What follows belongs to an exercise in optimizing a design on an open flow for small area; a production flow would make more cautious choices.
The RTL was checked by simulation tests, not by an equivalence proof against the original design.
Power figures rest on the tool's default switching activity, not on a simulated workload.

<file path="flow/run.sh">
#!/bin/bash
# synth_recipe.tcl (not shown) runs the flow's synth.tcl, then flattens the netlist and writes it again
# the make line also repeats each setting of config.mk as NAME=value (left out here)
make -C /OpenROAD-flow-scripts/flow DESIGN_CONFIG=/design/flow/config.mk WORK_HOME=/design/flow/orfs CLKGATE_MAP_FILE= SYNTH_SCRIPT=/design/flow/synth_recipe.tcl finish
</file>
<file path="flow/config.mk">
export PLATFORM = sky130hd
export DESIGN_NAME = hx_gen_chain
export DESIGN_NICKNAME = hx_gen_chain
export VERILOG_FILES = /design/flow/design.v
export SDC_FILE = /design/flow/constraint.sdc
export NUM_CORES = 4
export LEC_CHECK = 0
export CAP_MARGIN = 20
export CORE_MARGIN = 2
export CORE_UTILIZATION = 60
export CTS_BUF_LIST = sky130_fd_sc_hd__clkbuf_4 sky130_fd_sc_hd__clkbuf_8
export PLACE_DENSITY = 0.72
export SLEW_MARGIN = 20
</file>
<file path="flow/constraint.sdc">
create_clock -name core_clock -period 10.0 [get_ports {clk}]
set_input_delay 2.0000 -clock core_clock [delete_from_list [all_inputs] [get_ports {clk}]]
set_output_delay 2.0000 -clock core_clock [all_outputs]
set_load 0.01 [all_outputs]
</file>
<file path="flow/design.v">
module hx_gen_chain (
    input  wire               clk,
    input  wire               rst,           
    input  wire               cfg_load,      
    input  wire [1:0]         cfg_order,     
    input  wire [3:0]         cfg_rate,      
    input  wire               mod_valid,
    input  wire signed [3:0]  mod_in,
    output wire               fine_valid,
    output wire signed [73:0] fine_data,
    output wire               fine_h,
    output wire               fine_o,
    output wire               coarse_valid,
    output wire signed [10:0] coarse_data,
    output wire               coarse_o
);
    localparam W  = 74;
    localparam ND = 5;                     
    localparam DW = (W + ND - 1) / ND;     
    reg [1:0] order_q;
    reg [3:0] rate_q;
    wire      cfg_ok = (cfg_order != 2'd3) && (cfg_rate <= 4'd10);
    wire      clear  = rst || (cfg_load && cfg_ok);
    always @(posedge clk) begin
        if (rst) begin
            order_q <= 2'd0;
            rate_q  <= 4'd7;
        end else if (cfg_load && cfg_ok) begin
            order_q <= cfg_order;
            rate_q  <= cfg_rate;
        end
    end
    wire [2:0]  n_ord  = {1'b0, order_q} + 3'd3;
    wire [13:0] r_mask = (14'd1 << (rate_q + 4'd4)) - 14'd1;           
    reg [13:0] phase;      
    reg [3:0]  run_len;    
    reg        run_neg;    
    reg [2:0]  age;        
    reg        pos_ok;     
    reg [2:0]  nblk;       
    reg        c_ovl;      
    wire is_pos = (mod_in == 4'sd7);
    wire is_neg = (mod_in == -4'sd8);
    wire is_ext = is_pos || is_neg;
    wire [3:0] run_next = !is_ext                                 ? 4'd0 :
                          (run_len != 4'd0 && run_neg == is_neg) ?
                              (run_len == 4'd8 ? 4'd8 : run_len + 4'd1) : 4'd1;
    wire ovl_now  = run_next[3];
    wire [13:0] pm      = phase & r_mask;        
    wire blk_first      = (pm == 14'd0);
    wire blk_last       = (pm == r_mask);
    wire pos_ge_n       = (pm >= {11'd0, n_ord} - 14'd1);
    wire [3:0] cpos     = phase[3:0];
    always @(posedge clk) begin
        if (clear) begin
            phase   <= 14'd0;
            run_len <= 4'd0;
            run_neg <= 1'b0;
            age     <= 3'd7;
            pos_ok  <= 1'b0;
            nblk    <= 3'd0;
            c_ovl   <= 1'b0;
        end else if (mod_valid) begin
            phase   <= phase + 14'd1;
            run_len <= run_next;
            run_neg <= is_neg;
            if (ovl_now) begin
                age    <= 3'd0;
                pos_ok <= pos_ge_n;
            end else if (blk_first && age != 3'd7) begin
                age    <= age + 3'd1;
            end
            if (blk_last && nblk != 3'd7)
                nblk <= nblk + 3'd1;
            c_ovl   <= ovl_now || (c_ovl && cpos != 4'd0);
        end
    end
    assign fine_h   = (nblk < n_ord);
    assign fine_o   = (age <= n_ord - 3'd2) || (age == n_ord - 3'd1 && pos_ok);
    assign coarse_o = c_ovl;
    reg [2:0] q;           
    reg [1:0] cq;          
    reg [2:0] zcnt;        
    reg [3:0] xr;          
    reg       pend;        
    reg       ip;          
    reg       dfirst;      
    reg       dlast;       
    reg       c_out;       
    reg [2:0] cm;          
    reg [2:0] cn;          
    localparam CM_IDLE = 3'd0, CM_WAIT = 3'd1, CM_UPD = 3'd2, CM_GAP = 3'd3, CM_PRE = 3'd4;
    wire st1   = pend && (q == 3'd0);
    wire at_n  = ip && (q == n_ord - 3'd1);
    wire trig  = dlast && at_n;
    wire zero  = (zcnt != 3'd0);
    wire [1:0] upd_cq = 2'd0 - n_ord[1:0];        
    always @(posedge clk) begin
        if (mod_valid)
            xr <= mod_in;
    end
    always @(posedge clk) begin
        if (rst) begin
            q  <= 3'd0;
            cq <= 2'd0;
        end else begin
            q  <= (q == 3'd4) ? 3'd0 : q + 3'd1;
            cq <= cq + 2'd1;
        end
    end
    always @(posedge clk) begin
        if (clear) begin
            zcnt   <= 3'd5;
            pend   <= 1'b0;
            ip     <= 1'b0;
            dfirst <= 1'b0;
            dlast  <= 1'b0;
            c_out  <= 1'b0;
            cm     <= CM_IDLE;
            cn     <= 3'd0;
        end else begin
            if (zero)
                zcnt <= zcnt - 3'd1;
            pend   <= mod_valid || (pend && !st1);
            ip     <= st1 || (ip && q != 3'd4);
            if (mod_valid) begin
                dfirst <= blk_first;
                dlast  <= blk_last;
            end else if (trig) begin
                dlast  <= 1'b0;
            end
            c_out  <= trig;
            case (cm)
                CM_IDLE: if (c_out) begin cm <= CM_WAIT; cn <= ND[2:0]; end
                CM_WAIT: if (cn != 3'd0) cn <= cn - 3'd1;
                         else if (cq == upd_cq) begin cm <= CM_UPD; cn <= n_ord - 3'd2; end
                CM_UPD:  if (cn != 3'd0) cn <= cn - 3'd1;
                         else begin cm <= CM_GAP; cn <= 3'd2; end
                CM_GAP:  if (cn != 3'd0) cn <= cn - 3'd1;
                         else begin cm <= CM_PRE; cn <= 3'd4; end
                CM_PRE:  if (cn != 3'd0) cn <= cn - 3'd1;
                         else cm <= CM_IDLE;
                default: cm <= CM_IDLE;
            endcase
        end
    end
    wire c_upd = (cm == CM_UPD);
    wire c_pre = (cm == CM_PRE);
    localparam NC = 7;
    wire [NC-1:0] ctl0 = {st1, ip, zero || (at_n && dfirst), c_out, c_upd, c_pre, zero};
    reg  [NC-1:0] ctl_d [1:ND];
    integer k;
    always @(posedge clk) begin
        ctl_d[1] <= ctl0;
        for (k = 2; k <= ND; k = k + 1)
            ctl_d[k] <= ctl_d[k-1];
        if (clear)                       
            for (k = 1; k <= ND; k = k + 1)
                ctl_d[k][3] <= 1'b0;
    end
    assign fine_valid = ctl_d[ND][3];
    reg  [W-1:0] ir0, ir1, ir2, ir3, ir4;      
    reg  [W-1:0] cr0, cr1, cr2, cr3;           
    reg  [W-1:0] y;                            
    wire [W-1:0] isum, csum;
    wire [W-1:0] cw;                           
    wire [ND-1:0] ico, cco;                    
    wire [W-1:0] xs = {{(W-4){xr[3]}}, xr};
    genvar j, b;
    generate
        for (j = 0; j < ND; j = j + 1) begin : dg
            localparam LO = j * DW;
            localparam HI = (j == ND - 1) ? W - 1 : j * DW + DW - 1;
            localparam WD = HI - LO + 1;
            wire [NC-1:0] ctl = (j == 0) ? ctl0 : ctl_d[j];
            wire i_x = ctl[6], i_r = ctl[5], i_z = ctl[4];
            wire o_o = ctl[3], o_u = ctl[2], o_p = ctl[1], o_z = ctl[0];
            wire [WD-1:0] ia = i_z ? {WD{1'b0}} : ir0[HI:LO];
            wire [WD-1:0] ib = i_x ? xs[HI:LO] : (i_r ? ir4[HI:LO] : {WD{1'b0}});
            wire [WD:0]   ic;
            wire [WD-1:0] ca = o_o ? ir4[HI:LO] :
                               o_u ? cr0[HI:LO] :
                               o_p ? ~cr0[HI:LO] : {WD{1'b0}};
            wire [WD-1:0] cb = o_z ? {WD{1'b0}} : y[HI:LO];
            wire [WD:0]   cc;
            if (j == 0) begin : c0
                assign ic[0] = 1'b0;
                assign cc[0] = o_p;
            end else begin : cj
                reg icr, ccr;
                always @(posedge clk) begin
                    icr <= ico[j-1];
                    ccr <= cco[j-1];
                end
                assign ic[0] = icr;
                assign cc[0] = ccr;
            end
            for (b = 0; b < WD; b = b + 1) begin : bt
                assign isum[LO+b]  = ia[b] ^ ib[b] ^ ic[b];
                assign ic[b+1]     = (ia[b] & ib[b]) | (ia[b] & ic[b]) | (ib[b] & ic[b]);
                assign csum[LO+b]  = ca[b] ^ cb[b] ^ cc[b];
                assign cc[b+1]     = (ca[b] & cb[b]) | (ca[b] & cc[b]) | (cb[b] & cc[b]);
            end
            assign ico[j] = ic[WD];
            assign cco[j] = cc[WD];
            assign cw[HI:LO] = o_u ? csum[HI:LO] : (o_z ? {WD{1'b0}} : cr0[HI:LO]);
        end
    endgenerate
    always @(posedge clk) begin
        ir0 <= ir1;
        ir1 <= ir2;
        ir2 <= ir3;
        ir3 <= ir4;
        ir4 <= isum;
        cr0 <= cr1;
        cr1 <= cr2;
        cr2 <= cr3;
        cr3 <= cw;
        y   <= csum;
    end
    assign fine_data = y;
    reg [3:0]  wc;
    reg        cvp;
    reg [10:0] cacc;
    wire [3:0] wgt = (cpos ^ {4{cpos[3]}}) + 4'd1;
    always @(posedge clk) begin
        if (clear) begin
            wc   <= 4'd0;
            cvp  <= 1'b0;
            cacc <= 11'd0;
        end else begin
            if (mod_valid) begin
                wc  <= wgt;
                cvp <= (cpos == 4'd15);
            end else begin
                if (wc != 4'd0)
                    wc <= wc - 4'd1;
                if (wc == 4'd0)
                    cvp <= 1'b0;
            end
            if (coarse_valid)
                cacc <= 11'd0;
            else if (wc != 4'd0)
                cacc <= cacc + {{7{xr[3]}}, xr};
        end
    end
    assign coarse_valid = cvp && (wc == 4'd0);
    assign coarse_data  = cacc;
endmodule
</file>
==> impl_metrics.tcl, run 1 <==
set metrics [dict create \
    outcome "timing/DRC/antenna clean" \
    die-area_um2 47900 \
    yosysMostFrequentCell "dfxtp_1" \
    synth_top_area_share 0.611 \
    synthArstFlopShare 0 \
    antenna_found_initial 0 \
    port_buffers 103 \
    post_cts_buffers 0 \
    cellPowerDensity_nw_per_um2 211 \
    syn_to_final_growth_pct 15.6 \
    maxCapViolations 0 \
    drv_slew 0 \
    endpoint_kind "flip-flop" \
    min_period_ps 8430 \
    synth_edf_count 4 \
    cts_resized 0 \
    avgSynthCellArea_um2 12.0 \
    ys_types 66 \
    die_h_um 219 \
    yosysTopAreaCell "dfxtp_1" \
    worstPathMaxFanout 16 \
    arrival_ps 9100 \
    cts_buffer_depth 3 \
    path_class "flip-flop to flip-flop" \
    drc 0 \
    antenna-diode-count 0 \
    first_global_vias 17100 \
    power.internal_uw 5290 \
    track_usage 0.225 \
    r2r-start "order_q[0]$_SDFFE_PP0P_" \
    h-tree-depth 4 \
    comb_power_share 0.034 \
    min_path_type "flip-flop to flip-flop" \
    r2r_cells 24 \
    p_leak_uw 0.0138 \
    hold_violations 0 \
    critical_path.endpoint "ir4[14]$_DFF_P_" \
    numClockSinks 849 \
    dp_hpwl_um 34600 \
    synth_flop_cell "dfxtp_1" \
    grt-ovfl-total 0 \
    synth_area_um2 27700 \
    wl_per_cell_um 16.2 \
    ys_warn_count 2 \
    syn-num-nets 2515 \
    nets 2672 \
    drive_gt1_frac 0.105 \
    drt_pass1_iterations 5 \
    synth_common_cells "845 x dfxtp_1, 160 x nand2_1, 146 x fa_1, 134 x a21oi_1, 129 x nor2b_1" \
    relSlewSlack 0.298 \
    finClkSkew_ps 21.4 \
    sw_frac_of_total 0.216 \
    setup_viol 0 \
    fill_cells 3241 \
    grt_max_degree 47 \
    cts_root_buf "clkbuf_8" \
    routed_wl_um 51100 \
    vdd.ir_drop.worst_uv 165 \
    r2r-end "ir4[14]$_DFF_P_" \
    fp.dieW_um 219 \
    core_um2 45500 \
    p_sw_uw 1450 \
    clkPwrFrac 0.440 \
    hold_ws_ps 314 \
    insertion_delay_ps 740 \
    startpoint_type "flip-flop" \
    grt_pass1_wl_um 84700 \
    seq_power_share 0.525 \
    worst_ep_required_time_ps 10680 \
    viasPerCell 5.17 \
    via_count 16300 \
    yosysSeqAreaShare 0.616 \
    drt.antenna.violating_nets 0 \
    rows 78 \
    synth_cells 2300 \
    cts_buffers 131 \
    place_ws_ps 1610 \
    timing.fmax_mhz 119 \
    tritoncts "built" \
    gp_congestion 0.840 \
    ios 104 \
    start_util 0.608 \
    regToRegSetupSlack_ps 1570 \
    worst_pin_slew_ps 1050 \
    fin_crit_sh 0.843 \
    setup_ws_ps 1570 \
    tns_ps 0 \
    synth_area_leaders "dfxtp_1 61%, fa_1 11%, nor2b_1 2.9%" \
    critPathLaunch "order_q[0]$_SDFFE_PP0P_" \
    holdBufCountCts 0 \
    drt-initial-drc-count 770 \
    clk_pin_slew_ps 60 \
    synth-seq-cells 849 \
    rsz0062_at_grt "false" \
]
[cell usage in the layout (no fill, tap or decap), types with 42 or more instances in the layout]
cell             netlist  final
a22o_1                55     55
nor2_1               116    116
clkdlybuf4s50_1        0    103
clkbuf_4               0     42
dfxtp_1              845    845
o21ai_0              111    111
nor3b_1               46     45
a21oi_1              134    134
fa_1                 146    146
clkbuf_8               3    166
nand2_1              160    160
ha_1                  55     55
inv_1                 69     69
a21o_1                71     71
nor2b_1              129    128
[power by group through the flow]
stage	combinational [uW]	clock, uW	sequential [uW]
detailed placement	231	0	3610
global placement	223	0	3610
finish	233	2970	3540
floorplan	170	0	3590
global route	260	3200	3550
CTS	233	3040	3540
[cell type report]
type,count,area [um^2],share of cell area
repair buffers,122,1170,0.0367
well taps,600,751,0.0235
clock buffers,208,2600,0.0813
flip-flops and latches,849,17000,0.533
clock inverters,22,199,0.00622
inverters,70,263,0.00821
multi-input cells,1283,9960,0.312
[routing by layer]
layer	global-route usage	routed length (um)	up-vias
met4	0.0982	1400	0
met5	0	0	-
li1	-	-	7999
met3	0.0566	2200	104
met1	0.287	23400	7868
met2	0.364	24200	347
[kinds of logic (layout without fill, tap and decap cells)]
logic type	after synthesis	count (layout)	share of synthesized area
mux	11	11	0.00398
buf+inv	168	422	0.0247
simple gates	606	606	0.115
fa+ha+maj	201	201	0.130
flops	849	849	0.616
compound gates	429	429	0.0983
xor+xnor	36	36	0.0114
[per-stage QoR]
stage	std cells	total power (uW)	cell area [um^2]	util
finish	3154	6740	32000	0.703
global route	3154	7010	32000	0.703
CTS	3154	6820	32000	0.703
detailed placement	2924	3850	29200	0.642
global placement	2924	3830	29200	0.642
floorplan	2300	3760	27700	-
[critical path: stages (launching register included)]
cell,delay [ps]
dfxtp_1,550
inv_1,140
ha_1,440
xnor2_1,180
or3_1,310
a21oi_1,230
a21oi_1,320
and2_1,280
ha_1,210
fa_1,380
fa_1,400
fa_1,400
fa_1,380
fa_1,390
fa_1,420
fa_1,400
fa_1,380
fa_1,390
fa_1,400
fa_1,410
fa_1,400
fa_1,380
inv_1,90
fa_1,410
inv_1,60
[worst min path at each step]
stage	startpoint	to	slack, ps	cells past startpoint
2_1_floorplan	cr1[0]$_DFF_P_	cr0[0]$_DFF_P_	310	0
3_3_place_gp	cr2[18]$_DFF_P_	cr1[18]$_DFF_P_	310	0
3_5_place_dp	ir1[12]$_DFF_P_	ir0[12]$_DFF_P_	310	0
4_1_cts	ir3[13]$_DFF_P_	ir2[13]$_DFF_P_	310	0
5_1_grt	ir1[61]$_DFF_P_	ir0[61]$_DFF_P_	320	0
6_report	ir3[13]$_DFF_P_	ir2[13]$_DFF_P_	310	0
==> run 2, diff against run 1 <==
--- a/flow/config.mk
+++ b/flow/config.mk
@@ -7,7 +7,9 @@
 export LEC_CHECK = 0
 export CAP_MARGIN = 20
 export CORE_MARGIN = 2
-export CORE_UTILIZATION = 60
-export CTS_BUF_LIST = sky130_fd_sc_hd__clkbuf_4 sky130_fd_sc_hd__clkbuf_8
-export PLACE_DENSITY = 0.72
+export CORE_UTILIZATION = 70
+export CTS_BUF_LIST = sky130_fd_sc_hd__clkbuf_8
+export CTS_CLUSTER_DIAMETER = 50
+export CTS_CLUSTER_SIZE = 14
+export PLACE_DENSITY = 0.8
 export SLEW_MARGIN = 20
==> run 2 against run 1 <==
Global-route usage rose by 3.2 points. Design area fell by 5.4%. Count of clock-buffer cells in the layout fell by 130. Critical path type unchanged. Critical endpoint is now cr3[59]$_DFF_P_.
==> impl_metrics.tcl, run 2 <==
set metrics [dict create \
    tns_ps 0 \
    maxUsedRoutingLayer "met4" \
    min_period_ps 8540 \
    cts_root_buf "clkbuf_8" \
    synth_common_cells "845 x dfxtp_1, 160 x nand2_1, 146 x fa_1, 134 x a21oi_1, 129 x nor2b_1" \
    drt-initial-drc-count 1083 \
    drc 0 \
    synth_edf_count 4 \
    insertion_delay_ps 640 \
    core_um2 38800 \
    gp_congestion 0.847 \
    min_path_type "flip-flop to flip-flop" \
    grt_pass1_wl_um 84700 \
    cellPowerDensity_nw_per_um2 182 \
    drt_pass1_iterations 5 \
    fp.dieW_um 203 \
    mostFrequentLayoutCells "845 x dfxtp_1, 160 x nand2_1, 146 x fa_1, 134 x a21oi_1, 128 x nor2b_1" \
    synth_flop_cell "dfxtp_1" \
    hold_violations 0 \
    wl_met3_um 1900 \
    track_usage 0.257 \
    tritoncts "built" \
    totalPowerFinal_uw 5520 \
    via_count 16100 \
    cts_buffer_depth 3 \
    final_common_cell "dfxtp_1" \
    rsz0062_at_grt "false" \
    max_stage_delay_ps 850 \
    crit_slowest_cell "dfxtp_1" \
    worst_pin_slew_ps 1090 \
    avgSynthCellArea_um2 12.0 \
    endpoint_kind "flip-flop" \
    drive_gt1_frac 0.0510 \
    post_cts_buffers 0 \
    path_class "flip-flop to flip-flop" \
    synth-seq-cells 849 \
    dp_hpwl_um 35000 \
    timing.fmax_mhz 117 \
    wl_met1_um 22600 \
    cpMostUsedCell "fa_1" \
    wl_per_cell_um 17.2 \
    relSlewSlack 0.269 \
    synth_cells 2300 \
    worstPathMaxFanout 23 \
    die-area_um2 41100 \
    synth_area_leaders "dfxtp_1 61%, fa_1 11%, nor2b_1 2.9%" \
    cts_resized 0 \
    place_ws_ps 1520 \
    routed_wl_um 50500 \
    wl_met2_um 24400 \
    finClkSkew_ps 21.0 \
    port_buffers 103 \
    holdBufCountCts 0 \
    yosysMostFrequentCell "dfxtp_1" \
    yosysTopAreaCell "dfxtp_1" \
    regToRegSetupSlack_ps 1460 \
    nets 2614 \
    setup_ws_ps 1460 \
    arrival_ps 9120 \
    fin_crit_sh 0.854 \
    vdd.ir_drop.worst_uv 157 \
    ys_warn_count 2 \
    drt.antenna.violating_nets 0 \
    antenna_found_initial 0 \
    synth_top_area_share 0.611 \
    antenna-diode-count 0 \
    ios 104 \
    start_util 0.713 \
    ys_types 66 \
    outcome "timing/DRC/antenna clean" \
    rows 72 \
    viasPerCell 5.51 \
    drv_slew 0 \
    maxCapViolations 0 \
    grt_max_degree 47 \
    h-tree-depth 3 \
    synth_area_um2 27700 \
    die_h_um 203 \
    cts_buffers 73 \
    grt-ovfl-total 0 \
    startpoint_type "flip-flop" \
    p_leak_uw 0.0129 \
    path_cells "nor3b_1 > a21oi_1 > o21ai_0 > fa_1 > fa_1 > fa_1 > fa_1 > fa_1 > fa_1 > fa_1 > fa_1 > fa_1 > fa_1 > fa_1 > fa_1 > fa_1 > fa_1 > inv_1 > fa_1 > inv_1 > a22o_1" \
    syn-num-nets 2515 \
    yosysSeqAreaShare 0.616 \
    numClockSinks 849 \
    worst_ep_required_time_ps 10580 \
    syn_to_final_growth_pct 9.30 \
    setup_viol 0 \
    clk_pin_slew_ps 90 \
    first_global_vias 16800 \
    final_core_util 0.779 \
    synthArstFlopShare 0 \
]
[run 2: per-stage QoR]
| stage | std cells | hold WS, ps | instance area (um^2) |
|---|---|---|---|
| 2_1_floorplan | 2300 | 310 | 27700 |
| 6_report | 2930 | 309 | 30200 |
| 4_1_cts | 2930 | 315 | 30200 |
| 5_1_grt | 2930 | 328 | 30200 |
| 3_5_place_dp | 2842 | 312 | 29100 |
| 3_3_place_gp | 2842 | 310 | 29100 |
[run 2: per-layer routing]
| metal | track usage | up-vias |
|---|---|---|
| met4 | 0.0991 | 0 |
| li1 | - | 7796 |
| met1 | 0.343 | 7857 |
| met5 | 0 | - |
| met3 | 0.0387 | 112 |
| met2 | 0.428 | 381 |
[run 2: where the power goes]
group | internal, uW | switching, uW | total [uW]
Combinational | 100 | 133 | 233
Clock | 732 | 1020 | 1750
Sequential | 3480 | 59.1 | 3540
[run 2: cell type report]
type	instances	area, um^2
tap	518	648
sequential	849	17000
fill	2426	8580
inverter	70	263
clock buffer	78	1070
multi-input combinational	1283	9960
clock inverter	10	85.1
timing repair buffer	122	1170
[run 2: worst paths after layout]
path	start	end	depth (start not counted)
max reg2reg	ctl_d[3][2]$_DFF_P_	cr3[59]$_DFF_P_	21
min reg2reg	cr3[71]$_DFF_P_	cr2[71]$_DFF_P_	0
min	cr3[71]$_DFF_P_	cr2[71]$_DFF_P_	0
max	ctl_d[3][2]$_DFF_P_	cr3[59]$_DFF_P_	21
[run 2: worst max-delay path, delay by kind of cell, from the launching register on]
kind	cells	cell delay (ps)
DFF	1	850
buffers and inverters	2	170
AOI/OAI and AO/OA	3	400
and+or+nand+nor	1	150
adders and majority gates	15	6920
[run 2: kinds of logic (layout without fill, tap and decap cells)]
group	after synthesis	in the layout	share of synthesized area
flops	849	849	0.616
buf+inv	168	280	0.0247
mux	11	11	0.00398
simple gates	606	606	0.115
fa+ha+maj	201	201	0.130
compound gates	429	429	0.0983
xor+xnor	36	36	0.0114
==> run 3, diff against run 2 <==
--- a/flow/config.mk
+++ b/flow/config.mk
@@ -8,8 +8,8 @@
 export CAP_MARGIN = 20
 export CORE_MARGIN = 2
 export CORE_UTILIZATION = 70
-export CTS_BUF_LIST = sky130_fd_sc_hd__clkbuf_8
-export CTS_CLUSTER_DIAMETER = 50
-export CTS_CLUSTER_SIZE = 14
+export CTS_BUF_LIST = sky130_fd_sc_hd__clkbuf_16
+export CTS_CLUSTER_DIAMETER = 60
+export CTS_CLUSTER_SIZE = 20
 export PLACE_DENSITY = 0.8
 export SLEW_MARGIN = 20
==> run 3 against run 2 <==
Register-to-register slack worse by 60 ps. Maximum frequency is 0.73% lower. Non-clock buffer count stayed put. Sequential cell count stayed put. Die area stayed put. Wire length is 2.5% higher. Global-route usage is 0.44 points higher. Power is 5.6% higher. Sequential share of layout area is 0.58 points lower. Critical endpoint is now ir4[14]$_DFF_P_. Largest cell class unchanged.
==> impl_metrics.tcl, run 3 <==
set metrics [dict create \
    post_cts_buffers 0 \
    ys_warn_count 2 \
    worst_ep_required_time_ps 10560 \
    clk_pin_slew_ps 80 \
    syn_to_final_growth_pct 10.4 \
    path_class "flip-flop to flip-flop" \
    min_path_type "flip-flop to flip-flop" \
    hold_depth 0 \
    fin_crit_sh 0.860 \
    core_um2 38800 \
    drt.antenna.violating_nets 0 \
    synth_top_area_share 0.611 \
    rows 72 \
    critical_path.top_delay_family "adder cells" \
    maxCapViolations 0 \
    cts_buffer_depth 3 \
    port_buffers 103 \
    cellPowerDensity_nw_per_um2 191 \
    hold_end "ir0[61]$_DFF_P_" \
    p_leak_uw 0.0130 \
    endpoint_kind "flip-flop" \
    die_h_um 203 \
    crit_slowest_cell "dfxtp_1" \
    dp_hpwl_um 35000 \
    routed_wl_um 51800 \
    worst-path-buf-inv 3 \
    grt-ovfl-total 0 \
    hold_violations 0 \
    synth_flop_cell "dfxtp_1" \
    startpoint_type "flip-flop" \
    cts_root_buf "clkbuf_16" \
    yosysSeqAreaShare 0.616 \
    drt-initial-drc-count 1030 \
    max_stage_delay_ps 570 \
    tritoncts "built" \
    h-tree-depth 2 \
    vdd.ir_drop.worst_uv 202 \
    r2r_cells 24 \
    finClkSkew_ps 11.2 \
    avgSynthCellArea_um2 12.0 \
    final_common_cell "dfxtp_1" \
    viasPerCell 5.53 \
    antenna-diode-count 0 \
    via_count 16100 \
    drc 0 \
    grt_pass1_wl_um 86000 \
    synth_cells 2300 \
    cts_buffers 51 \
    ys_types 66 \
    first_global_vias 17000 \
    track_usage 0.261 \
    drv_slew 0 \
    cpMostUsedCell "fa_1" \
    setup_viol 0 \
    yosysTopAreaCell "dfxtp_1" \
    synth_area_leaders "dfxtp_1 61%, fa_1 11%, nor2b_1 2.9%" \
    hold_ws_ps 326 \
    gp_congestion 0.847 \
    tns_ps 0 \
    arrival_ps 9160 \
    fp.dieW_um 203 \
    drive_gt1_frac 0.0427 \
    die-area_um2 41100 \
    insertion_delay_ps 610 \
    nets 2592 \
    cts_resized 0 \
    synth_edf_count 4 \
    r2r-start "order_q[0]$_SDFFE_PP0P_" \
    wl_per_cell_um 17.8 \
    relSlewSlack 0.275 \
    worstPathMaxFanout 16 \
    min_period_ps 8600 \
    drt_pass1_iterations 5 \
    synth-seq-cells 849 \
    synthArstFlopShare 0 \
    synth_area_um2 27700 \
    r2r-end "ir4[14]$_DFF_P_" \
    holdBufCountCts 0 \
    numClockSinks 849 \
    path_cells "inv_1 > ha_1 > xnor2_1 > or3_1 > a21oi_1 > a21oi_1 > and2_1 > ha_1 > fa_1 > fa_1 > fa_1 > fa_1 > fa_1 > fa_1 > fa_1 > fa_1 > fa_1 > fa_1 > fa_1 > fa_1 > fa_1 > inv_1 > fa_1 > inv_1" \
    ios 104 \
    antenna_found_initial 1 \
    yosysMostFrequentCell "dfxtp_1" \
    regToRegSetupSlack_ps 1400 \
    outcome "timing/DRC/antenna clean" \
    holdCritStartpoint "ir1[61]$_DFF_P_" \
    start_util 0.713 \
    worst_pin_slew_ps 1080 \
    rsz0062_at_grt "false" \
    grt_max_degree 47 \
    mostFrequentLayoutCells "845 x dfxtp_1, 160 x nand2_1, 146 x fa_1, 134 x a21oi_1, 128 x nor2b_1" \
    syn-num-nets 2515 \
    timing.fmax_mhz 116 \
    synth_common_cells "845 x dfxtp_1, 160 x nand2_1, 146 x fa_1, 134 x a21oi_1, 129 x nor2b_1" \
]
[run 3: per-layer routing]
| metal | wire length, um | global-route usage |
|---|---|---|
| met3 | 2110 | 0.0393 |
| met5 | 0 | 0 |
| met2 | 25300 | 0.446 |
| met4 | 1600 | 0.0897 |
| met1 | 22800 | 0.343 |
[run 3: kinds of logic after synthesis]
family / Yosys count / share of synthesized area
xor gates and xnor gates: 36 / 0.0114
and+or+nand+nor: 606 / 0.115
muxes: 11 / 0.00398
DFF: 849 / 0.616
adders and majority gates: 201 / 0.130
AOI/OAI and AO/OA: 429 / 0.0983
buffers and inverters: 168 / 0.0247
[run 3: cell type report]
type                       instances  area [um^2]
multi-input combinational       1283         9960
fill                            2342         8270
tap                              518          648
timing repair buffer             122         1170
sequential                       849        17000
clock inverter                    14          146
clock buffer                      53         1330
inverter                          70          263
[run 3: how the worst max path moves through the flow]
| stage | start | endpoint | cells after the start |
|---|---|---|---|
| final | order_q[0]$_SDFFE_PP0P_ | ir4[14]$_DFF_P_ | 24 |
| after global routing | order_q[0]$_SDFFE_PP0P_ | ir4[14]$_DFF_P_ | 24 |
| after CTS | order_q[0]$_SDFFE_PP0P_ | ir4[14]$_DFF_P_ | 24 |
| after detailed placement | ctl_d[3][2]$_DFF_P_ | cr3[59]$_DFF_P_ | 21 |
| after global placement | ctl_d[3][2]$_DFF_P_ | cr3[59]$_DFF_P_ | 21 |
| after floorplan | ctl_d[3][2]$_DFF_P_ | cr3[59]$_DFF_P_ | 23 |
[run 3: per-stage QoR]
stage	cell area, um^2	setup WS (ps)	power, uW	util	cells
after floorplan	27700	2000	3760	-	2300
after global placement	29100	1750	3830	0.749	2842
after detailed placement	29100	1520	3850	0.749	2842
after CTS	30600	1410	5870	0.787	2909
after global routing	30600	1060	6040	0.787	2909
final	30600	1400	5830	0.787	2909
[run 3: report_power, final]
group	switching (uW)	leakage, uW	internal, uW
Clock	1070	0.000735	988
Combinational	134	0.00540	100
Sequential	59.6	0.00688	3480
==> run 4, diff against run 3 <==
--- a/flow/config.mk
+++ b/flow/config.mk
@@ -7,9 +7,9 @@
 export LEC_CHECK = 0
 export CAP_MARGIN = 20
 export CORE_MARGIN = 2
-export CORE_UTILIZATION = 70
-export CTS_BUF_LIST = sky130_fd_sc_hd__clkbuf_16
+export CORE_UTILIZATION = 80
+export CTS_BUF_LIST = sky130_fd_sc_hd__clkbuf_8
 export CTS_CLUSTER_DIAMETER = 60
-export CTS_CLUSTER_SIZE = 20
-export PLACE_DENSITY = 0.8
+export CTS_CLUSTER_SIZE = 18
+export PLACE_DENSITY = 0.88
 export SLEW_MARGIN = 20
==> run 4 against run 3 <==
Design area is 2.4% lower. Synthesized area did not move. Largest cell class unchanged. Sequential power about the same. Register-to-register slack worse by 120 ps.
==> impl_metrics.tcl, run 4 <==
set metrics [dict create \
    grt-ovfl-total 0 \
    rsz0062_at_grt "false" \
    drv_slew 0 \
    seq_power_share 0.670 \
    synth_area_leaders "dfxtp_1 61%, fa_1 11%, nor2b_1 2.9%" \
    cts_buffer_depth 3 \
    viasPerCell 5.92 \
    path_cells "buf_4 > nand2b_1 > nor2_1 > a21oi_1 > o21ai_0 > fa_1 > fa_1 > fa_1 > fa_1 > fa_1 > fa_1 > fa_1 > fa_1 > fa_1 > fa_1 > fa_1 > fa_1 > fa_1 > fa_1 > inv_1 > fa_1 > inv_1 > a22o_1" \
    fp.dieW_um 190 \
    track_usage 0.330 \
    synthSimpleGateAreaFrac 0.115 \
    crit_slowest_cell "fa_1" \
    drc 0 \
    ys_warn_count 2 \
    final_common_cell "dfxtp_1" \
    wl_met1_um 23100 \
    worst-path-buf-inv 3 \
    cts_resized 0 \
    synth_xor_area_frac 0.0114 \
    critical_path.top_delay_family "adder cells" \
    drt_pass1_iterations 7 \
    r2r-end "cr3[44]$_DFF_P_" \
    hold_end "cr0[41]$_DFF_P_" \
    sw_frac_of_total 0.223 \
    r2r-start "ctl_d[2][2]$_DFF_P_" \
    via_count 16800 \
    core_um2 34300 \
    cellPowerDensity_nw_per_um2 177 \
    syn_to_final_growth_pct 7.79 \
    synth-seq-cells 849 \
    cpMostUsedCell "fa_1" \
    synth_area_um2 27700 \
    tritoncts "built" \
    gp_congestion 0.865 \
    drt-initial-drc-count 1138 \
    synth_cells 2300 \
    vdd.ir_drop.worst_uv 175 \
    synth_flop_cell "dfxtp_1" \
    yosysMostFrequentCell "dfxtp_1" \
    synth_mux_area_frac 0.00398 \
    synth_compound_area_frac 0.0983 \
    drive_gt1_frac 0.0411 \
    maxUsedRoutingLayer "met4" \
    comb_power_share 0.045 \
    grt_pass1_wl_um 92400 \
    avgSynthCellArea_um2 12.0 \
    synthAdderAreaFrac 0.130 \
    final_area_um2 29800 \
    clkPwrFrac 0.284 \
    max_stage_delay_ps 480 \
    synth_top_area_share 0.611 \
    cts_root_buf "clkbuf_8" \
    yosysSeqAreaShare 0.616 \
    syn-num-nets 2515 \
    post_cts_buffers 0 \
    worst_pin_slew_ps 1080 \
    start_util 0.807 \
    h-tree-depth 2 \
    grt_max_degree 50 \
    rows 68 \
    die-area_um2 36100 \
    drt.antenna.violating_nets 0 \
    arrival_ps 9350 \
    startpoint_type "flip-flop" \
    dp_hpwl_um 38800 \
    yosysTopAreaCell "dfxtp_1" \
    die_h_um 190 \
    antenna_found_initial 1 \
    dpl_cell_area_um2 29000 \
    antenna-diode-count 0 \
    timing.fmax_mhz 115 \
    relSlewSlack 0.279 \
    mostFrequentLayoutCells "845 x dfxtp_1, 160 x nand2_1, 146 x fa_1, 133 x a21oi_1, 128 x nor2b_1" \
    holdBufCountCts 0 \
    finClkSkew_ps 28.2 \
    p_leak_uw 0.0127 \
    hold_depth 0 \
    r2r_cells 23 \
    setup_viol 0 \
    maxCapViolations 0 \
    insertion_delay_ps 690 \
    tns_ps 0 \
    synth_top_family_by_area "adder cells" \
    ys_types 66 \
    wl_met2_um 29500 \
    path_class "flip-flop to flip-flop" \
    power.internal_uw 4110 \
    port_buffers 103 \
    synth_common_cells "845 x dfxtp_1, 160 x nand2_1, 146 x fa_1, 134 x a21oi_1, 129 x nor2b_1" \
    outcome "timing/DRC/antenna clean" \
    holdCritStartpoint "cr1[41]$_DFF_P_" \
    clk_pin_slew_ps 110 \
    hold_ws_ps 317 \
    wl_per_cell_um 20.4 \
    nets 2593 \
    ios 104 \
    first_global_vias 17500 \
    min_period_ps 8720 \
    synthArstFlopShare 0 \
    worstPathMaxFanout 40 \
    min_path_type "flip-flop to flip-flop" \
    routed_wl_um 57900 \
    regToRegSetupSlack_ps 1280 \
    worst_ep_required_time_ps 10630 \
    fin_crit_sh 0.872 \
    cts_buffers 53 \
    p_sw_uw 1180 \
    hold_violations 0 \
    endpoint_kind "flip-flop" \
    numClockSinks 849 \
    synth_edf_count 4 \
    wl_met3_um 3150 \
]
[run 4: cell counts after synthesis]
No cell type changed its count.
[run 4: cells by family after synthesis]
logic type / Yosys count
fa+ha+maj: 201
buf+inv: 168
simple gates: 606
flops: 849
xor+xnor: 36
mux: 11
compound gates: 429
[run 4: area by class of cell]
| class | count | area (um^2) |
|---|---|---|
| Tap cell | 455 | 569 |
| Clock buffer | 55 | 757 |
| Fill cell | 1541 | 4460 |
| Inverter | 70 | 263 |
| Multi-Input combinational cell | 1283 | 9970 |
| Clock inverter | 6 | 67.6 |
| Sequential cell | 849 | 17000 |
| Timing Repair Buffer | 121 | 1170 |
[run 4: worst max path at each step]
stage | to | cells past startpoint | slack [ps] | startpoint
6_report | cr3[44]$_DFF_P_ | 23 | 1280 | ctl_d[2][2]$_DFF_P_
5_1_grt | cr3[44]$_DFF_P_ | 23 | 1000 | ctl_d[2][2]$_DFF_P_
4_1_cts | cr3[44]$_DFF_P_ | 23 | 1330 | ctl_d[2][2]$_DFF_P_
3_5_place_dp | cr3[44]$_DFF_P_ | 23 | 1360 | ctl_d[2][2]$_DFF_P_
3_3_place_gp | cr3[44]$_DFF_P_ | 23 | 1580 | ctl_d[2][2]$_DFF_P_
2_1_floorplan | cr3[59]$_DFF_P_ | 23 | 2000 | ctl_d[3][2]$_DFF_P_
[run 4: metal layers]
metal,global-route usage,up-vias
met5,0,-
li1,-,7724
met1,0.415,8242
met2,0.573,669
met3,0.0552,165
met4,0.132,0
[run 4: power by group through the flow]
stage	Combinational [uW]	Sequential (uW)	Clock, uW
finish	240	3550	1500
global placement	219	3610	0
detailed placement	233	3620	0
floorplan	170	3590	0
CTS	237	3540	1520
global route	263	3550	1640
[run 4: through the flow]
step	setup slack [ps]	utilization	instances	power [uW]
3_3_place_gp	1580	0.846	2778	3830
2_1_floorplan	2000	-	2300	3760
6_report	1280	0.870	2839	5290
4_1_cts	1330	0.870	2839	5310
3_5_place_dp	1360	0.846	2778	3850
5_1_grt	998	0.870	2839	5460
==> run 5, diff against run 4 <==
--- a/flow/config.mk
+++ b/flow/config.mk
@@ -7,9 +7,9 @@
 export LEC_CHECK = 0
 export CAP_MARGIN = 20
 export CORE_MARGIN = 2
-export CORE_UTILIZATION = 80
+export CORE_UTILIZATION = 75
 export CTS_BUF_LIST = sky130_fd_sc_hd__clkbuf_8
-export CTS_CLUSTER_DIAMETER = 60
-export CTS_CLUSTER_SIZE = 18
-export PLACE_DENSITY = 0.88
+export CTS_CLUSTER_DIAMETER = 55
+export CTS_CLUSTER_SIZE = 16
+export PLACE_DENSITY = 0.85
 export SLEW_MARGIN = 20
==> run 5 against run 4 <==
Synthesized cell count is the same. Core utilization shrank 4.8 points. Hold slack gained 2.8 ps. Global-route usage shrank 5.8 points. Via count shrank 4.2%. Wire length shrank 12%. Still clean. Clock power grew 5%. Clock skew shrank 6.6 ps.
==> impl_metrics.tcl, run 5 <==
set metrics [dict create \
    outcome "timing/DRC/antenna clean" \
    startpoint_type "flip-flop" \
    insertion_delay_ps 680 \
    synthArstFlopShare 0 \
    min_path_type "flip-flop to flip-flop" \
    hold_ws_ps 320 \
    antenna_found_initial 0 \
    via_count 16100 \
    first_global_vias 16400 \
    syn_to_final_growth_pct 8.27 \
    yosysSeqAreaShare 0.616 \
    setup_viol 0 \
    yosysMostFrequentCell "dfxtp_1" \
    numClockSinks 849 \
    synth-seq-cells 849 \
    vdd.ir_drop.worst_uv 145 \
    wl_met2_um 24400 \
    r2r_cells 24 \
    routed_wl_um 50600 \
    antenna-diode-count 0 \
    dp_hpwl_um 34900 \
    tritoncts "built" \
    h-tree-depth 2 \
    die-area_um2 38400 \
    synth_common_cells "845 x dfxtp_1, 160 x nand2_1, 146 x fa_1, 134 x a21oi_1, 129 x nor2b_1" \
    port_buffers 103 \
    start_util 0.759 \
    worst_ep_required_time_ps 10630 \
    cellPowerDensity_nw_per_um2 179 \
    final_area_um2 30000 \
    final_common_cell "dfxtp_1" \
    grt_max_degree 47 \
    relSlewSlack 0.304 \
    dpl_cell_area_um2 29000 \
    hold_depth 0 \
    cts_root_buf "clkbuf_8" \
    nets 2600 \
    die_h_um 196 \
    hold_violations 0 \
    post_cts_buffers 0 \
    p_leak_uw 0.0128 \
    timing.fmax_mhz 118 \
    path_class "flip-flop to flip-flop" \
    drive_gt1_frac 0.0443 \
    rows 70 \
    ios 104 \
    syn-num-nets 2515 \
    core_um2 36400 \
    mostFrequentLayoutCells "845 x dfxtp_1, 160 x nand2_1, 146 x fa_1, 134 x a21oi_1, 128 x nor2b_1" \
    cts_buffer_depth 3 \
    fp.dieW_um 196 \
    arrival_ps 9120 \
    cts_resized 0 \
    finClkSkew_ps 21.6 \
    synth_cells 2300 \
    drc 0 \
    yosysTopAreaCell "dfxtp_1" \
    final_cells 2862 \
    wl_per_cell_um 17.7 \
    totalPowerFinal_uw 5350 \
    ys_types 66 \
    viasPerCell 5.62 \
    drt_pass1_iterations 8 \
    maxUsedRoutingLayer "met4" \
    holdCritStartpoint "ir3[47]$_DFF_P_" \
    min_period_ps 8490 \
    placed_cells 2791 \
    wl_met1_um 22200 \
    worst_pin_slew_ps 1040 \
    drt.antenna.violating_nets 0 \
    rsz0062_at_grt "false" \
    synth_flop_cell "dfxtp_1" \
    drt-initial-drc-count 814 \
    holdBufCountCts 0 \
    r2r-start "order_q[0]$_SDFFE_PP0P_" \
    synth_area_um2 27700 \
    clk_pin_slew_ps 100 \
    grt-ovfl-total 0 \
    synth_top_area_share 0.611 \
    fin_crit_sh 0.849 \
    synth_edf_count 4 \
    track_usage 0.272 \
    tns_ps 0 \
    grt_pass1_wl_um 82800 \
    cts_buffers 60 \
    ys_warn_count 2 \
    endpoint_kind "flip-flop" \
    gp_congestion 0.886 \
    wl_met3_um 2310 \
    maxCapViolations 0 \
    synth_area_leaders "dfxtp_1 61%, fa_1 11%, nor2b_1 2.9%" \
    drv_slew 0 \
    hold_end "ir2[47]$_DFF_P_" \
    regToRegSetupSlack_ps 1510 \
    avgSynthCellArea_um2 12.0 \
    worstPathMaxFanout 16 \
    r2r-end "ir4[14]$_DFF_P_" \
]
run 5: how the worst max path moves through the flow:
stage	start	to	cells after the start
6_report	order_q[0]$_SDFFE_PP0P_	ir4[14]$_DFF_P_	24
5_1_grt	order_q[0]$_SDFFE_PP0P_	ir4[14]$_DFF_P_	24
4_1_cts	order_q[0]$_SDFFE_PP0P_	ir4[14]$_DFF_P_	24
3_5_place_dp	order_q[0]$_SDFFE_PP0P_	ir4[14]$_DFF_P_	24
3_3_place_gp	order_q[0]$_SDFFE_PP0P_	ir4[14]$_DFF_P_	24
2_1_floorplan	ctl_d[3][2]$_DFF_P_	cr3[59]$_DFF_P_	23
run 5: kinds of logic (layout without fill, tap and decap cells):
kind of cell               count (synthesis)  count (layout)  synth area share
DFF                                      849             849             0.616
and+or+nand+nor                          606             606             0.115
AOI/OAI and AO/OA                        429             429            0.0983
adders and majority gates                201             201             0.130
buffers and inverters                    168             262            0.0247
xor gates and xnor gates                  36              36            0.0114
muxes                                     11              11           0.00398
run 5: per-layer routing:
layer,vias to the layer above,GRT usage
met2,428,0.455
met4,0,0.106
met3,130,0.0397
met1,7772,0.362
li1,7758,-
met5,-,0
run 5: metrics by stage:
stage,utilization,setup WS [ps]
2_1_floorplan,-,2000
3_3_place_gp,0.796,1800
3_5_place_dp,0.796,1540
4_1_cts,0.822,1490
5_1_grt,0.822,1160
6_report,0.822,1510
run 5: power breakdown:
group          switching, uW  internal (uW)  total [uW]  leakage, uW
clock network            984            597        1580     0.000499
registers               60.4           3480        3540      0.00688
logic                    132           99.8         232      0.00539
run 5: cell type report:
class / count / area [um^2]
sequential: 849 / 17000
fill: 2065 / 6470
tap: 468 / 586
inverter: 70 / 263
timing repair buffer: 121 / 1170
multi-input combinational: 1283 / 9960
clock buffer: 63 / 867
clock inverter: 8 / 77.6
run 5: worst max-delay path, stage by stage, from the launching register on:
cell     delay [ps]
dfxtp_1         580
inv_1           150
ha_1            440
xnor2_1         190
or3_1           310
a21oi_1         230
a21oi_1         340
and2_1          290
ha_1            200
fa_1            390
fa_1            390
fa_1            390
fa_1            380
fa_1            390
fa_1            390
fa_1            410
fa_1            410
fa_1            390
fa_1            390
fa_1            420
fa_1            400
fa_1            400
inv_1            90
fa_1            400
inv_1            60
==> run 6, diff against run 5 <==
==> flow/config.mk (replaced) <==
export PLATFORM = sky130hd
export DESIGN_NAME = hx_gen_chain
export DESIGN_NICKNAME = hx_gen_chain
export VERILOG_FILES = /design/flow/design.v
export SDC_FILE = /design/flow/constraint.sdc
export NUM_CORES = 4
export LEC_CHECK = 0
export CAP_MARGIN = 20
export CORE_MARGIN = 2
export CORE_UTILIZATION = 40
export SLEW_MARGIN = 20
==> run 6 against run 5 <==
Still clean. Critical path depth did not move. First-iteration DRC count is 2.0% higher. Worst setup slack lost 40 ps. Largest cell class unchanged. Largest power group unchanged.
==> impl_metrics.tcl, run 6 <==
set metrics [dict create \
    outcome "timing/DRC/antenna clean" \
    r2r_cells 24 \
    mostFrequentLayoutCells "845 x dfxtp_1, 160 x nand2_1, 146 x fa_1, 134 x a21oi_1, 128 x nor2b_1" \
    timing.fmax_mhz 117 \
    synth_common_cells "845 x dfxtp_1, 160 x nand2_1, 146 x fa_1, 134 x a21oi_1, 129 x nor2b_1" \
    ios 104 \
    grt_pass1_wl_um 86500 \
    synth_top_area_share 0.611 \
    synth_cells 2300 \
    drt-initial-drc-count 830 \
    path_class "flip-flop to flip-flop" \
    rows 96 \
    clk_pin_slew_ps 60 \
    yosysTopAreaCell "dfxtp_1" \
    synthArstFlopShare 0 \
    core_um2 68600 \
    min_period_ps 8530 \
    holdBufCountCts 0 \
    synth_flop_cell "dfxtp_1" \
    port_buffers 103 \
    fin_crit_sh 0.853 \
    seq_area_um2 17000 \
    critPathLaunch "order_q[0]$_SDFFE_PP0P_" \
    critical_path.endpoint "ir4[14]$_DFF_P_" \
    routed_wl_um 52400 \
    worst_pin_slew_ps 1050 \
    syn-num-nets 2515 \
    nets 2621 \
    drive_gt1_frac 0.0693 \
    maxCapViolations 0 \
    drv_slew 0 \
    viasPerCell 4.68 \
    ys_warn_count 2 \
    synth_area_leaders "dfxtp_1 61%, fa_1 11%, nor2b_1 2.9%" \
    endpoint_kind "flip-flop" \
    final_common_cell "dfxtp_1" \
    wl_per_cell_um 15.4 \
    max_stage_delay_ps 580 \
    numClockSinks 849 \
    tns_ps 0 \
    ys_types 66 \
    hold_violations 0 \
    antenna_found_initial 1 \
    antenna-diode-count 0 \
    via_count 15900 \
    syn_to_final_growth_pct 16.7 \
    worstPathMaxFanout 16 \
    synth_area_um2 27700 \
    insertion_delay_ps 640 \
    crit_slowest_cell "dfxtp_1" \
    r2r-start "order_q[0]$_SDFFE_PP0P_" \
    drt.antenna.violating_nets 0 \
    avgSynthCellArea_um2 12.0 \
    cts_resized 0 \
    drt_pass1_iterations 5 \
    die_h_um 267 \
    synth-seq-cells 849 \
    drc 0 \
    min_path_type "flip-flop to flip-flop" \
    p_leak_uw 0.0136 \
    die-area_um2 71300 \
    cts_buffers 82 \
    finClkSkew_ps 30.2 \
    r2r-end "ir4[14]$_DFF_P_" \
    post_cts_buffers 0 \
    totalPowerFinal_uw 6790 \
    cts_root_buf "clkbuf_16" \
    multi_input_area_um2 9960 \
    h-tree-depth 3 \
    yosysSeqAreaShare 0.616 \
    arrival_ps 9110 \
    cpMostUsedCell "fa_1" \
    rsz0062_at_grt "false" \
    track_usage 0.152 \
    tritoncts "built" \
    path_cells "inv_1 > ha_1 > xnor2_1 > or3_1 > a21oi_1 > a21oi_1 > and2_1 > ha_1 > fa_1 > fa_1 > fa_1 > fa_1 > fa_1 > fa_1 > fa_1 > fa_1 > fa_1 > fa_1 > fa_1 > fa_1 > fa_1 > inv_1 > fa_1 > inv_1" \
    first_global_vias 16400 \
    dp_hpwl_um 35800 \
    grt_max_degree 47 \
    yosysMostFrequentCell "dfxtp_1" \
    cellPowerDensity_nw_per_um2 210 \
    cts_buffer_depth 3 \
    start_util 0.403 \
    gp_congestion 0.843 \
    worst_ep_required_time_ps 10580 \
    synth_edf_count 4 \
    regToRegSetupSlack_ps 1470 \
    fp.dieW_um 267 \
    vdd.ir_drop.worst_uv 162 \
    startpoint_type "flip-flop" \
    grt-ovfl-total 0 \
    setup_viol 0 \
    relSlewSlack 0.294 \
    fill_cells 6132 \
]
## run 6: worst min path at each step
stage / startpoint / endpoint / slack (ps) / cells past startpoint
final: cr2[50]$_DFF_P_ / cr1[50]$_DFF_P_ / 320 / 0
after global routing: ir1[39]$_DFF_P_ / ir0[39]$_DFF_P_ / 330 / 0
after CTS: cr1[6]$_DFF_P_ / cr0[6]$_DFF_P_ / 320 / 0
after detailed placement: cr1[40]$_DFF_P_ / cr0[40]$_DFF_P_ / 310 / 0
after global placement: ir1[2]$_DFF_P_ / ir0[2]$_DFF_P_ / 310 / 0
after floorplan: cr1[0]$_DFF_P_ / cr0[0]$_DFF_P_ / 310 / 0
## run 6: stage by stage
stage | hold WS [ps] | util | cell area [um^2] | cells | setup WS (ps)
after floorplan | 310 | - | 27700 | 2300 | 2000
after global placement | 310 | 0.431 | 29600 | 3253 | 1730
after detailed placement | 312 | 0.431 | 29600 | 3253 | 1500
after CTS | 320 | 0.471 | 32300 | 3400 | 1480
after global routing | 330 | 0.471 | 32300 | 3400 | 1060
final | 316 | 0.471 | 32300 | 3400 | 1470
## run 6: worst max-delay path, delay by kind of cell (launching register included)
kind                       cells  cell delay (ps)
AOI/OAI and AO/OA              2              610
xor gates and xnor gates       1              190
adders and majority gates     16             6220
buffers and inverters          3              310
DFF                            1              580
and+or+nand+nor                2              600
## run 6: metal layers
| metal | track usage | up-vias | wire, um |
|---|---|---|---|
| met5 | 0 | - | 0 |
| met4 | 0.0469 | 0 | 1250 |
| met3 | 0.0322 | 96 | 2260 |
| met2 | 0.249 | 309 | 24300 |
| met1 | 0.201 | 7639 | 24600 |
| li1 | - | 7869 | - |
## run 6: where the power goes
group	leakage (uW)	switching [uW]	internal [uW]
Combinational	0.00539	133	99.1
Sequential	0.00688	57.7	3480
Clock	0.00132	1280	1740
## run 6: cell type report
cell class | count | area share
Clock buffer | 109 | 0.0713
Clock inverter | 38 | 0.0122
Inverter | 70 | 0.00814
Multi-Input combinational cell | 1283 | 0.309
Sequential cell | 849 | 0.528
Tap cell | 931 | 0.0361
Timing Repair Buffer | 120 | 0.0359
## run 6: kinds of logic (layout without fill, tap and decap cells)
family                     Yosys count  after routing  synth area share
buffers and inverters              168            337            0.0247
AOI/OAI and AO/OA                  429            429            0.0983
muxes                               11             11           0.00398
xor gates and xnor gates            36             36            0.0114
adders and majority gates          201            201             0.130
DFF                                849            849             0.616
and+or+nand+nor                    606            606             0.115
==> run 7, diff against run 6 <==
==> flow/flow/run.sh (new file) <==
#!/bin/bash
# The standard layout (standard.sh), with one change: the buffers that
# buffer_ports puts on every input and output port are the platform's smallest
# buffer cell instead of the one buffer_ports picks by default.
set -euo pipefail
export BUFFER_PORTS_ARGS="-buffer_cell sky130_fd_sc_hd__buf_1"
bash standard.sh > standard_flow.log 2>&1
==> flow/standard.sh (new file) <==
#!/bin/bash
# synth_recipe.tcl (not shown) runs the flow's synth.tcl, then flattens the netlist and writes it again
# the make line also repeats each setting of config.mk as NAME=value (left out here)
make -C /OpenROAD-flow-scripts/flow DESIGN_CONFIG=/design/flow/config.mk WORK_HOME=/design/flow/orfs CLKGATE_MAP_FILE= SYNTH_SCRIPT=/design/flow/synth_recipe.tcl "${@:-finish}"
--- a/flow/config.mk
+++ b/flow/config.mk
@@ -7,5 +7,9 @@
 export LEC_CHECK = 0
 export CAP_MARGIN = 20
 export CORE_MARGIN = 2
-export CORE_UTILIZATION = 40
+export CORE_UTILIZATION = 80
+export CTS_BUF_LIST = sky130_fd_sc_hd__clkbuf_8
+export CTS_CLUSTER_DIAMETER = 60
+export CTS_CLUSTER_SIZE = 18
+export PLACE_DENSITY = 0.88
 export SLEW_MARGIN = 20
removed: flow/run.sh
==> run 7 against run 6 <==
Clock power decreased by 49%. Sequential power about the same. First-iteration DRC count increased by 39%. Sequential cell count unchanged. Largest cell class unchanged. Cell count decreased by 16%. Still clean. Largest power group unchanged. Power decreased by 22%.
==> impl_metrics.tcl, run 7 <==
set metrics [dict create \
    track_usage 0.309 \
    synth_top_area_share 0.611 \
    yosysTopAreaCell "dfxtp_1" \
    via_count 16400 \
    ys_types 66 \
    synth_common_cells "845 x dfxtp_1, 160 x nand2_1, 146 x fa_1, 134 x a21oi_1, 129 x nor2b_1" \
    core_um2 34300 \
    final_area_um2 29200 \
    hold_depth 0 \
    synthArstFlopShare 0 \
    p_leak_uw 0.0125 \
    viasPerCell 5.78 \
    rsz0062_at_grt "false" \
    fp.dieW_um 190 \
    multi_input_area_um2 9960 \
    clkPwrFrac 0.292 \
    numClockSinks 849 \
    final_cells 2844 \
    mostFrequentLayoutCells "845 x dfxtp_1, 160 x nand2_1, 146 x fa_1, 134 x a21oi_1, 128 x nor2b_1" \
    avgSynthCellArea_um2 12.0 \
    cellPowerDensity_nw_per_um2 182 \
    placed_cells 2778 \
    final_core_util 0.853 \
    clk_pin_slew_ps 110 \
    insertion_delay_ps 690 \
    dp_hpwl_um 37300 \
    arrival_ps 9320 \
    yosysMostFrequentCell "dfxtp_1" \
    syn_to_final_growth_pct 5.69 \
    synth_area_leaders "dfxtp_1 61%, fa_1 11%, nor2b_1 2.9%" \
    synth_area_um2 27700 \
    gp_congestion 0.898 \
    cts_root_buf "clkbuf_8" \
    comb_power_share 0.043 \
    startpoint_type "flip-flop" \
    cts_buffers 55 \
    tns_ps 0 \
    power.internal_uw 4120 \
    maxCapViolations 0 \
    synth_edf_count 4 \
    grt_pass1_wl_um 87200 \
    drv_slew 0 \
    start_util 0.807 \
    rows 68 \
    synth-seq-cells 849 \
    endpoint_kind "flip-flop" \
    worst_ep_required_time_ps 10640 \
    p_sw_uw 1200 \
    synth_flop_cell "dfxtp_1" \
    first_global_vias 17000 \
    synth_cells 2300 \
    die_h_um 190 \
    relSlewSlack 0.264 \
    h-tree-depth 2 \
    cts_resized 0 \
    worstPathMaxFanout 40 \
    syn-num-nets 2515 \
    antenna-diode-count 0 \
    drt.antenna.violating_nets 0 \
    path_class "flip-flop to flip-flop" \
    post_cts_buffers 0 \
    grt-ovfl-total 0 \
    wl_per_cell_um 19.1 \
    final_common_cell "dfxtp_1" \
    routed_wl_um 54400 \
    dpl_cell_area_um2 28400 \
    nets 2595 \
    drc 0 \
    drt-initial-drc-count 1157 \
    drt_pass1_iterations 7 \
    fin_crit_sh 0.867 \
    setup_viol 0 \
    drive_gt1_frac 0.0423 \
    ys_warn_count 2 \
    r2r_cells 23 \
    antenna_found_initial 1 \
    regToRegSetupSlack_ps 1330 \
    finClkSkew_ps 31.1 \
    timing.fmax_mhz 115 \
    holdBufCountCts 0 \
    vdd.ir_drop.worst_uv 177 \
    fill_cells 1686 \
    seq_power_share 0.665 \
    die-area_um2 36100 \
    grt_max_degree 46 \
    min_path_type "flip-flop to flip-flop" \
    worst_pin_slew_ps 1100 \
    cts_buffer_depth 3 \
    tritoncts "built" \
    min_period_ps 8670 \
    sw_frac_of_total 0.226 \
    seq_area_um2 17000 \
    port_buffers 103 \
    yosysSeqAreaShare 0.616 \
    outcome "timing/DRC/antenna clean" \
    hold_violations 0 \
    ios 104 \
]
==> run 7: cell count changes in the layout (fill, tap and decap cells not counted), sizes merged <==
cell,delta
inv,+3
buf,+104
clkdlybuf4s50,-103
bufinv,-3
clkinv,-24
clkinvlp,-5
clkbuf,-52
==> run 7: path summary, 6_finish.rpt <==
kind,startpoint,to
worst max-delay path,ctl_d[2][2]$_DFF_P_,cr3[44]$_DFF_P_
worst min-delay path,cr1[41]$_DFF_P_,cr0[41]$_DFF_P_
worst max register to register,ctl_d[2][2]$_DFF_P_,cr3[44]$_DFF_P_
worst min register to register,cr1[41]$_DFF_P_,cr0[41]$_DFF_P_
==> run 7: power groups by stage <==
stage	Clock [uW]	Combinational [uW]	Sequential (uW)
2_1_floorplan	0	170	3590
3_3_place_gp	0	208	3610
3_5_place_dp	0	221	3620
4_1_cts	1570	225	3540
5_1_grt	1690	253	3550
6_report	1550	228	3540
==> run 7: cell type report <==
cell class | count | area share
flip-flops and latches | 849 | 0.583
multi-input cells | 1283 | 0.341
clock buffers | 57 | 0.0268
well taps | 455 | 0.0195
repair buffers | 121 | 0.0178
inverters | 70 | 0.00898
clock inverters | 9 | 0.00364
==> run 7: per-stage QoR <==
step | hold slack (ps) | worst slack [ps] | power [uW]
after floorplan | 310 | 2000 | 3760
after global placement | 310 | 1550 | 3820
after detailed placement | 312 | 1350 | 3840
after CTS | 320 | 1300 | 5340
after global routing | 328 | 927 | 5490
final | 314 | 1330 | 5320
==> run 7: metal layers <==
layer	vias to the layer above	GRT usage	routed length [um]
met1	7962	0.404	22600
met3	162	0.0592	3240
met5	-	0	0
met2	579	0.516	26600
met4	0	0.118	1980
li1	7735	-	-
==> run 7: cell families (layout without fill, tap and decap cells) <==
logic type | after synthesis | after routing | synth area share
simple gates | 606 | 606 | 0.115
xor+xnor | 36 | 36 | 0.0114
buf+inv | 168 | 257 | 0.0247
mux | 11 | 11 | 0.00398
compound gates | 429 | 429 | 0.0983
fa+ha+maj | 201 | 201 | 0.130
flops | 849 | 849 | 0.616
==> run 7: worst max-delay path, stage by stage, from the launching register on <==
cell,delay (ps)
dfxtp_1,330
buf_4,340
nand2b_1,410
nor2_1,70
a21oi_1,130
o21ai_0,120
fa_1,450
fa_1,460
fa_1,470
fa_1,470
fa_1,460
fa_1,470
fa_1,470
fa_1,470
fa_1,480
fa_1,460
fa_1,460
fa_1,470
fa_1,480
fa_1,430
inv_1,90
fa_1,420
inv_1,80
a22o_1,130
==> run 8, diff against run 7 <==
--- a/flow/config.mk
+++ b/flow/config.mk
@@ -7,9 +7,9 @@
 export LEC_CHECK = 0
 export CAP_MARGIN = 20
 export CORE_MARGIN = 2
-export CORE_UTILIZATION = 80
+export CORE_UTILIZATION = 75
 export CTS_BUF_LIST = sky130_fd_sc_hd__clkbuf_8
-export CTS_CLUSTER_DIAMETER = 60
-export CTS_CLUSTER_SIZE = 18
-export PLACE_DENSITY = 0.88
+export CTS_CLUSTER_DIAMETER = 55
+export CTS_CLUSTER_SIZE = 16
+export PLACE_DENSITY = 0.85
 export SLEW_MARGIN = 20
==> run 8 against run 7 <==
Still clean. Cell count grew 0.56%. Synthesized area unchanged. Hold slack better by 4.7 ps. Non-clock buffer count unchanged. Critical path type unchanged. Largest cell class unchanged.
==> impl_metrics.tcl, run 8 <==
set metrics [dict create \
    relSlewSlack 0.252 \
    synthArstFlopShare 0 \
    totalPowerFinal_uw 5300 \
    nets 2600 \
    hold_violations 0 \
    synth_edf_count 4 \
    core_um2 36400 \
    fin_crit_sh 0.872 \
    drv_slew 0 \
    synth_cells 2300 \
    syn_to_final_growth_pct 5.76 \
    cts_buffers 60 \
    holdBufCountCts 0 \
    clk_pin_slew_ps 100 \
    ios 104 \
    endpoint_kind "flip-flop" \
    grt-ovfl-total 0 \
    avgSynthCellArea_um2 12.0 \
    dp_hpwl_um 34600 \
    seq_area_um2 17000 \
    r2r-start "ctl_d[2][2]$_DFF_P_" \
    drt_pass1_iterations 5 \
    tritoncts "built" \
    rsz0062_at_grt "false" \
    p_leak_uw 0.0125 \
    synth-seq-cells 849 \
    tns_ps 0 \
    wl_met1_um 22100 \
    holdCritStartpoint "ir3[38]$_DFF_P_" \
    arrival_ps 9340 \
    cellPowerDensity_nw_per_um2 181 \
    final_common_cell "dfxtp_1" \
    worstPathMaxFanout 40 \
    die_h_um 196 \
    drc 0 \
    grt_pass1_wl_um 82800 \
    min_path_type "flip-flop to flip-flop" \
    worst_pin_slew_ps 1120 \
    viasPerCell 5.62 \
    synth_common_cells "845 x dfxtp_1, 160 x nand2_1, 146 x fa_1, 134 x a21oi_1, 129 x nor2b_1" \
    yosysSeqAreaShare 0.616 \
    via_count 16100 \
    antenna-diode-count 0 \
    mostFrequentLayoutCells "845 x dfxtp_1, 160 x nand2_1, 146 x fa_1, 134 x a21oi_1, 128 x nor2b_1" \
    ys_types 66 \
    post_cts_buffers 0 \
    cts_root_buf "clkbuf_8" \
    maxCapViolations 0 \
    track_usage 0.270 \
    finClkSkew_ps 24.6 \
    timing.fmax_mhz 115 \
    drive_gt1_frac 0.0431 \
    die-area_um2 38400 \
    cts_resized 0 \
    wl_per_cell_um 17.6 \
    yosysTopAreaCell "dfxtp_1" \
    numClockSinks 849 \
    vdd.ir_drop.worst_uv 142 \
    hold_end "ir2[38]$_DFF_P_" \
    first_global_vias 16400 \
    synth_flop_cell "dfxtp_1" \
    startpoint_type "flip-flop" \
    setup_viol 0 \
    wl_met2_um 24600 \
    multi_input_area_um2 9960 \
    min_period_ps 8720 \
    drt-initial-drc-count 920 \
    synth_area_leaders "dfxtp_1 61%, fa_1 11%, nor2b_1 2.9%" \
    cts_buffer_depth 3 \
    syn-num-nets 2515 \
    r2r-end "cr3[44]$_DFF_P_" \
    fp.dieW_um 196 \
    wl_met3_um 2380 \
    gp_congestion 0.884 \
    insertion_delay_ps 680 \
    maxUsedRoutingLayer "met4" \
    port_buffers 103 \
    fill_cells 2130 \
    grt_max_degree 47 \
    outcome "timing/DRC/antenna clean" \
    path_class "flip-flop to flip-flop" \
    routed_wl_um 50400 \
    antenna_found_initial 0 \
    synth_top_area_share 0.611 \
    start_util 0.759 \
    h-tree-depth 2 \
    rows 70 \
    regToRegSetupSlack_ps 1280 \
    hold_depth 0 \
    drt.antenna.violating_nets 0 \
    ys_warn_count 2 \
    synth_area_um2 27700 \
    worst_ep_required_time_ps 10610 \
    r2r_cells 23 \
    yosysMostFrequentCell "dfxtp_1" \
]
## run 8: cell count changes in the layout (fill, tap and decap cells not counted), sizes merged
cell      previous run  this run
inv                 75        76
clkinvlp             1         0
bufinv               1         0
clkbuf              57        61
## run 8: cell families after synthesis
logic type	count (synthesis)	synth area share
AO/OA/AOI/OAI	429	0.0983
XOR/XNOR	36	0.0114
adder cells (fa/ha/maj)	201	0.130
buffers and inverters	168	0.0247
flip-flops	849	0.616
multiplexers	11	0.00398
AND/OR/NAND/NOR	606	0.115
## run 8: per-layer routing
metal / GRT usage / vias to the layer above
met2: 0.452 / 391
met4: 0.0889 / 0
met1: 0.363 / 7819
met5: 0 / -
li1: - / 7751
met3: 0.0462 / 114
## run 8: critical path: stages, from the launching register on
cell and delay [ps]:
dfxtp_1 320, buf_4 340, nand2b_1 440, nor2_1 80, a21oi_1 110, o21ai_0 120
fa_1 480, fa_1 470, fa_1 460, fa_1 460, fa_1 480, fa_1 460
fa_1 480, fa_1 480, fa_1 460, fa_1 460, fa_1 470, fa_1 470
fa_1 460, fa_1 440, inv_1 90, fa_1 420, inv_1 90, a22o_1 130
## run 8: cell type report
cell class,count,share of cell area
clock inverter,8,0.00192
multi-input combinational,1283,0.340
clock buffer,61,0.0287
tap,468,0.0200
inverter,70,0.00898
sequential,849,0.582
timing repair buffer,121,0.0178
## run 8: worst max-delay path by stage
stage / start / to / slack, ps / depth (start not counted)
after floorplan: ctl_d[3][2]$_DFF_P_ / cr3[59]$_DFF_P_ / 2000 / 23
after global placement: ctl_d[2][2]$_DFF_P_ / cr3[44]$_DFF_P_ / 1550 / 23
after detailed placement: ctl_d[2][2]$_DFF_P_ / cr3[44]$_DFF_P_ / 1350 / 23
after CTS: ctl_d[2][2]$_DFF_P_ / cr3[44]$_DFF_P_ / 1300 / 23
after global routing: ctl_d[2][2]$_DFF_P_ / cr3[44]$_DFF_P_ / 930 / 23
final: ctl_d[2][2]$_DFF_P_ / cr3[44]$_DFF_P_ / 1280 / 23
## run 8: stage by stage
stage | hold slack (ps) | utilization | setup WS [ps] | area [um^2] | instances
finish | 318 | 0.803 | 1280 | 29300 | 2860
global route | 321 | 0.803 | 926 | 29300 | 2860
CTS | 322 | 0.803 | 1300 | 29300 | 2860
detailed placement | 312 | 0.779 | 1350 | 28400 | 2791
global placement | 310 | 0.779 | 1550 | 28400 | 2791
floorplan | 310 | - | 2000 | 27700 | 2300
## run 8: power breakdown
| part | switching [uW] | internal (uW) |
|---|---|---|
| clock network | 984 | 556 |
| logic | 131 | 88.2 |
| registers | 58.5 | 3480 |
| total | 1170 | 4120 |

port drivers added, routing unchanged:
In the flow no input, the clock included, has a driving cell. The finished layouts below were timed again as built, in two steps.
Step 1 assumes that a clkbuf_16 drives the clock port and a buf_2 every other input.
Step 2 moves the port delays by t, midway between the first and last clock arrival at a register: inputs arrive t later, outputs are due t later. That takes back most of the time a late clock gives input paths.
Three values: no drivers, after step 1, after step 2; two values: the first two.
run | shift t [ns] | slack for setup (ns) | hold WS [ns] | worst setup path after step 2
run 1 | 0.780 | 1.573 / 1.573 / 1.573 | 0.314 / 0.314 / 0.314 | register to register
run 2 | 0.680 | 1.461 / 1.461 / 1.461 | 0.309 / 0.309 / 0.309 | register to register
run 3 | 0.661 | 1.399 / 1.399 / 1.399 | 0.326 / 0.326 / 0.326 | register to register
run 4 | 0.730 | 1.281 / 1.281 / 1.281 | 0.317 / 0.317 / 0.317 | register to register
run 5 | 0.720 | 1.507 / 1.507 / 1.507 | 0.320 / 0.320 / 0.320 | register to register
run 6 | 0.680 | 1.466 / 1.466 / 1.466 | 0.316 / 0.316 / 0.316 | register to register
run 7 | 0.728 | 1.326 / 1.326 / 1.326 | 0.314 / 0.314 / 0.314 | register to register
run 8 | 0.722 | 1.276 / 1.276 / 1.276 | 0.318 / 0.318 / 0.318 | register to register
After both steps every run listed still meets setup and hold.
